Context: an optimization exercise on an open-source flow, tuned for small area, a short achievable clock period and few clock cycles. The choices shown serve that exercise and are no tape-out recipe.
Where RTL was checked, it was by simulation tests only, not by an equivalence proof against the original.

## run 5
==> flow/design.v (excerpt) <==
module fh_tdiv (
    input  wire               clk,
    input  wire               rst,
    input  wire               start,
    input  wire signed [19:0] e,
    input  wire signed [31:0] f,
    input  wire               e_sat,
    input  wire               f_sat,
    input  wire [39:0]        per,
    input  wire [2:0]         sh3,
    input  wire [3:0]         sh4,
    input  wire [1:0]         dec_phase,
    input  wire signed [16:0] tgt,
    input  wire signed [15:0] toff,
    input  wire [19:0]        tmin,
    output wire               ready,
    output reg                done,
    output reg  signed [15:0] t,
    output reg                lowq
);
Size: about 200 flip-flops.
Settings: LEC_CHECK=0, CAP_MARGIN=20, CORE_MARGIN=2, CORE_UTILIZATION=70, SLEW_MARGIN=20, TNS_END_PERCENT=0; clock period 22.0 ns.
standard.sh (not shown) runs the stock make flow with config.mk's settings and CLKGATE_MAP_FILE= SYNTH_SCRIPT=/design/flow/synth_recipe.tcl, a recipe that flattens the netlist after the stock synthesis.
==> flow/flow/run.sh <==
#!/bin/bash
# The standard layout on the design's SDC, with two changes to how it is
# made: repair_timing is asked for setup slack of at least 16 ns, so that it
# sizes and buffers the critical paths instead of stopping at the 22 ns
# constraint, and every port still gets its buffer, but a plain buf_1 (which
# repair may size up) instead of the delay cell buffer_ports picks.
set -euo pipefail
bash standard.sh "BUFFER_PORTS_ARGS=-buffer_cell sky130_fd_sc_hd__buf_1" \
    SETUP_SLACK_MARGIN=16 finish > standard_flow.log 2>&1
What ended run 5 was a tool error in global routing (5_1_grt); the run never finished.
What run 3 does differently from run 5 at the input level:
Settings: CORE_UTILIZATION: 70 -> 60.
Findings:
In the summary table, run 5 is marked failed, with error GRT-0232 raised in global routing (5_1_grt).
Run 3 completed; timing, DRC and antenna clean
On area of the mapped netlist, run 5 and run 3 are neck and neck.
Run 5 -> run 3: fraction of synthesized cell area in xor and xnor cells delta 0, exact match
Run 3 -> run 5: synthesized instance count delta 0, exact match
Sort run 5 and run 3 by row count, ascending, and run 5 comes first.
Run 5 -> run 3: half-perimeter wire length of the detailed placement result decreased slightly
Total placed cells including tap cells | run 3 above run 5
Run 3 gives more count of buffers added by post-CTS timing repair for setup than run 5 did.
Compare run 5 and run 3 | number of cells upsized or downsized after cts lower: run 5
[run 3] effective utilization at floorplan fell 10 points relative to run 5
The die height in run 3 sits 18 µm above the value recorded for run 5.
Between run 5 and run 3, the flow reports width of the chip increasing by a little under 10%.
No functional check of the RTL was part of any run of this note.

The RTL this note starts from:
==> flow/design.v <==
module fh_tdiv (
    input  wire               clk,
    input  wire               rst,
    input  wire               start,
    input  wire signed [19:0] e,
    input  wire signed [31:0] f,
    input  wire               e_sat,
    input  wire               f_sat,
    input  wire [39:0]        per,
    input  wire [2:0]         sh3,
    input  wire [3:0]         sh4,
    input  wire [1:0]         dec_phase,
    input  wire signed [16:0] tgt,
    input  wire signed [15:0] toff,
    input  wire [19:0]        tmin,
    output wire               ready,
    output reg                done,
    output reg  signed [15:0] t,
    output reg                lowq
);
    reg        idle, rdy, s_mul, s_div, s_fin;
    assign     ready = rdy;
    reg [2:0]  cnt;
    wire       last_m = (cnt != 3'd0) & (cnt == jl);
    wire       last_d = (cnt == (skip ? 3'd3 : 3'd4));
    reg [39:0]  x;        
    reg [41:0]  acc;      
    reg [39:0]  p_r;      
    reg [18:0]  e_r;      
    reg [1:0]   ph_r;     
    wire [16:0] tgt_r = {t, lowq};
    reg [17:0]  toff_r;   
    reg [1:0]   m_r;
    reg [2:0]   jl;       
    reg [2:0]   ts;       
    reg         skip;     
    reg         neg;
    reg         nodiv;
    reg         ovf_r;    
    wire [6:0]  v     = 7'd62 + {4'd0, sh3} - {3'd0, sh4};    
    wire [2:0]  b     = 3'd7 - v[2:0];
    wire        f_neg = f[31];
    wire [30:0] f_mag = f[30:0] ^ {31{f_neg}};                
    wire [37:0] x_sh  = ({7'd0, f_mag} << b) | ({38{f_neg}} & ~({38{1'b1}} << b));
    wire        no_d  = e[19] | e_sat | f_sat | ({1'b0, e[18:0]} <= tmin);
    reg         xl;       
    wire [8:0]  dg = {x[7:0], xl};
    reg  [40:0] r [0:3];
    reg  [3:0]  ng;
    integer     i;
    always @(*) begin
        for (i = 0; i < 4; i = i + 1) begin
            ng[i] = dg[2*i+2] & ~(dg[2*i+1] & dg[2*i]);
            r[i]  = ((dg[2*i+1] ^ dg[2*i]) ? {1'b0, p_r} :
                     ((dg[2*i+2] ^ dg[2*i+1]) ? {p_r, 1'b0} : 41'd0)) ^ {41{ng[i]}};
        end
    end
    wire [50:0] msum = {10'd0, acc[40:0]} + {9'd0, ~acc[41], 41'd0}
                     + {10'd0, r[0]} + {8'd0, r[1], 2'd0} + {6'd0, r[2], 4'd0} + {4'd0, r[3], 6'd0}
                     + {44'd0, ng[3], 1'b0, ng[2], 1'b0, ng[1], 1'b0, ng[0]}
                     + {3'd0, ~ng[3], 1'b0, ~ng[2], 1'b0, ~ng[1], 1'b0, ~ng[0], 41'd0}
                     + {10'b1110101010, 41'd0};
    reg  [18:0] r0;
    reg  [19:0] abits;
    reg         hi_nz;
    always @(*) begin
        case (ts)
            3'd0: begin r0 = msum[26:8];  abits = {msum[7:0], x[39:28]};  end
            3'd1: begin r0 = msum[34:16]; abits = {msum[15:0], x[39:36]}; end
            3'd2: begin r0 = msum[42:24]; abits = msum[23:4];             end
            3'd3: begin r0 = msum[50:32]; abits = msum[31:12];            end
            3'd4: begin r0 = {8'd0, msum[50:40]}; abits = msum[39:20];    end
            3'd5: begin r0 = {16'd0, msum[50:48]}; abits = msum[47:28];   end
            default: begin r0 = 19'd0; abits = {5'd0, msum[50:36]};       end
        endcase
        case (ts)
            3'd0:    hi_nz = |acc[41:19];
            3'd1:    hi_nz = |acc[41:27];
            3'd2:    hi_nz = |acc[41:35];
            default: hi_nz = 1'b0;
        endcase
    end
    function [5:0] bitlen;
        input [39:0] v;
        integer k;
        begin
            bitlen = 6'd0;
            for (k = 0; k < 40; k = k + 1)
                if (v[k]) bitlen = k + 1;
        end
    endfunction
    wire [5:0]  bl_x  = bitlen(x);
    wire [5:0]  bl_p  = bitlen(p_r);
    wire [5:0]  bl_e  = bitlen({21'd0, e_r});
    wire [2:0]  nb    = bl_x[5:3] + 3'd1;                   
    wire [2:0]  j_m1  = (nb < 3'd2) ? 3'd1 : nb - 3'd1;
    wire        sk    = {1'b0, bl_x} + {1'b0, bl_p} <= {2'd0, bl_e} + 7'd35 + {2'd0, m_r, 3'd0};
    function [20:0] r4step;    
        input [18:0] r;
        input [1:0]  a;
        input [18:0] d;
        input [20:0] d3;
        reg   [21:0] w, d1, d2, dd3;
        begin
            w   = {1'b0, r, a};
            d1  = w - {3'b0, d};
            d2  = w - {2'b0, d, 1'b0};
            dd3 = w - {1'b0, d3};
            if (!dd3[21])     r4step = {2'd3, dd3[18:0]};
            else if (!d2[21]) r4step = {2'd2, d2[18:0]};
            else if (!d1[21]) r4step = {2'd1, d1[18:0]};
            else              r4step = {2'd0, w[18:0]};
        end
    endfunction
    wire [18:0] rem = acc[18:0];
    wire [20:0] st1 = r4step(rem,       x[39:38], e_r, p_r[20:0]);
    wire [20:0] st2 = r4step(st1[18:0], x[37:36], e_r, p_r[20:0]);
    wire [27:0] lo    = {2'd0, ph_r[0] ? p_r[25:0] : 26'd0} + {1'd0, ph_r[1] ? p_r[24:0] : 25'd0, 1'b0}
                      + 28'h2000000;
    wire [17:0] off   = {4'd0, ph_r[0] ? p_r[39:26] : 14'd0} + {3'd0, ph_r[1] ? p_r[39:25] : 15'd0}
                      + {{2{toff_r[15]}}, toff_r[15:0]} + {{2{tgt_r[16]}}, tgt_r[16:1]}
                      + {17'd0, tgt_r[16] & tgt_r[0]};
    wire        first  = s_mul & (cnt == 3'd0);
    wire        second = s_mul & (cnt == 3'd1);
    wire [17:0] m     = x[18:1];
    wire        ovf   = ~nodiv & (ovf_r | x[19]);
    wire [19:0] mx    = nodiv ? {18'd0, ph_r} : (neg ? ~{2'b00, m} : {2'b00, m});
    wire        cin   = ~nodiv & (neg ^ x[0]);
    wire [19:0] sum   = {{2{toff_r[17]}}, toff_r} + mx + {19'd0, cin};
    wire        s_hi  = ~sum[19] & (|sum[18:15]);
    wire        s_lo  =  sum[19] & ~(&sum[18:15]);
    always @(posedge clk) begin
        if (rst) begin
            idle  <= 1'b1;
            rdy   <= 1'b1;
            s_mul <= 1'b0;
            s_div <= 1'b0;
            s_fin <= 1'b0;
            done  <= 1'b0;
        end else begin
            done <= s_fin;
            rdy <= s_fin | (rdy & ~start);
            if (idle) begin
                if (start) begin
                    idle  <= 1'b0;
                    s_mul <= 1'b1;
                end
            end
            if (first & nodiv) begin
                s_mul <= 1'b0;
                s_fin <= 1'b1;
            end
            if (s_mul & last_m) begin
                s_mul <= 1'b0;
                s_div <= 1'b1;
            end
            if (s_div & last_d) begin
                s_div <= 1'b0;
                s_fin <= 1'b1;
            end
            if (s_fin) begin
                s_fin <= 1'b0;
                idle  <= 1'b1;
            end
        end
    end
    always @(posedge clk) begin
        if (idle | (s_mul & last_m) | (s_div & last_d)) cnt <= 3'd0;
        else              cnt <= cnt + 3'd1;
    end
    always @(posedge clk) begin
        if (idle) begin
            x   <= {2'd0, x_sh};
            acc <= 42'd0;
            xl  <= f_neg;      
        end else if (s_mul) begin
            if (last_m) begin
                x   <= skip ? {abits[15:0], 24'd0} : {abits, 20'd0};
                acc <= {msum[49:27], skip ? {r0[14:0], abits[19:16]} : r0};
            end else begin
                x   <= {msum[7:0], x[39:8]};
                acc <= msum[49:8];
                xl  <= x[7];
            end
        end else begin
            x   <= {x[35:0], st1[20:19], st2[20:19]};
            acc <= {acc[41:19], st2[18:0]};
        end
    end
    always @(posedge clk) begin
        if (s_mul & last_m)
            p_r[20:0] <= {2'd0, e_r} + {1'd0, e_r, 1'b0};
        if (idle) begin
            p_r    <= per;
            e_r    <= e[18:0];
            ph_r   <= dec_phase;
            toff_r <= {{2{toff[15]}}, toff};
            m_r    <= v[4:3] - 2'd1;
            neg    <= f_neg;
            nodiv  <= no_d;
        end
        if (first) begin
            toff_r <= off;
            ph_r   <= lo[27:26];
        end
        if (second)
            toff_r <= toff_r + {16'd0, ph_r};
        if (first) begin
            jl   <= j_m1;
            ts   <= 3'd4 + {1'b0, m_r} - j_m1;
            skip <= sk;
        end
        if (s_div & (cnt == 3'd0))
            ovf_r <= hi_nz | (rem >= e_r);
    end
    always @(posedge clk) begin
        if (idle) begin
            t    <= tgt[16:1];
            lowq <= tgt[0];
        end else if (ovf) begin
            t    <= neg ? -16'sd32768 : 16'sd32767;
            lowq <= 1'b1;
        end else begin
            t    <= s_hi ? 16'sd32767 : s_lo ? -16'sd32768 : sum[15:0];
            lowq <= nodiv | s_hi | s_lo;
        end
    end
endmodule
Settings: LEC_CHECK=0, CAP_MARGIN=20, CORE_MARGIN=2, CORE_UTILIZATION=60, SLEW_MARGIN=20, TNS_END_PERCENT=0; clock period 22.0 ns.
==> flow/flow/run.sh <==
#!/bin/bash
# The standard layout on the design's SDC, with two changes to how it is
# made: repair_timing is asked for setup slack of at least 17 ns, so that it
# sizes and buffers the critical paths instead of stopping at the 22 ns
# constraint, and every port still gets its buffer, but a plain buf_1 (which
# repair may size up) instead of the delay cell buffer_ports picks.
set -euo pipefail
bash standard.sh "BUFFER_PORTS_ARGS=-buffer_cell sky130_fd_sc_hd__buf_1" \
    SETUP_SLACK_MARGIN=17 finish > standard_flow.log 2>&1
Testbench counts at the start, summed over its fixed seeds: cycles 9,880.
Change:
==> flow/flow/run.sh (replaced) <==
#!/bin/bash
# The standard layout on the design's SDC, with two changes to how it is
# made: repair_timing is asked for setup slack of at least 16 ns, so that it
# sizes and buffers the critical paths instead of stopping at the 22 ns
# constraint, and every port still gets its buffer, but a plain buf_1 (which
# repair may size up) instead of the delay cell buffer_ports picks.
set -euo pipefail
bash standard.sh "BUFFER_PORTS_ARGS=-buffer_cell sky130_fd_sc_hd__buf_1" \
    SETUP_SLACK_MARGIN=16 finish > standard_flow.log 2>&1
- CORE_UTILIZATION: 60 -> 65
Result: The new run finished clean. Routed wire length increases by 0.33%. Setup slack is worse by 0.19 ns. Core utilization grows by 6.1 points. Area after synthesis stays the same. First-iteration DRC count is higher by 9.9%.
Change:
- CORE_UTILIZATION: 65 -> 40
Outcome:
- The changed run ran to the end with no violations
- core utilization falls by 28 points
- die area rises by well over a third
- wire length is higher by a few percent
- synthesized area is unchanged
- hold slack degrades by 0.014 ns
- setup slack gets better by 0.060 ns
- register-to-register slack gets better by 0.06 ns
- cell area rose by a few percent
- non-clock buffer count grows by 25

==> re-timing with driven ports <==
The results above use ideal ports. As a check the final layouts listed here were re-extracted and re-timed, cells and wires unchanged. Step 1 (the two cells are an assumption about what drives the block):
set clk [get_ports {clk}]
set_driving_cell -lib_cell sky130_fd_sc_hd__clkbuf_16 $clk
set_driving_cell -lib_cell sky130_fd_sc_hd__buf_2 [delete_from_list [all_inputs] $clk]
Step 2 moves the port delays by t, midway between the first and last clock arrival at a register: inputs arrive t later, outputs are due t later. That takes back most of the time a late clock gives input paths. Slacks: no drivers / after step 1 / after step 2; pairs: no drivers / after step 1.
| run | t (ns) | setup WS [ns] | worst setup path after step 2 |
|---|---|---|---|
| run 3 | 0.565 | 15.578 / 15.578 / 15.259 | input to register |
| the first run of note 2 | 0.572 | 15.536 / 15.536 / 15.239 | input to register |
| the second run of note 2 | 0.559 | 15.351 / 15.351 / 15.135 | input to register |
| the third run of note 2 | 0.566 | 15.411 / 15.410 / 15.126 | input to register |
After both steps setup and hold are still met in every run listed. The setup slack of run 3, which loses most, moves by 0.000 ns with the drivers and by -0.319 ns with both steps.
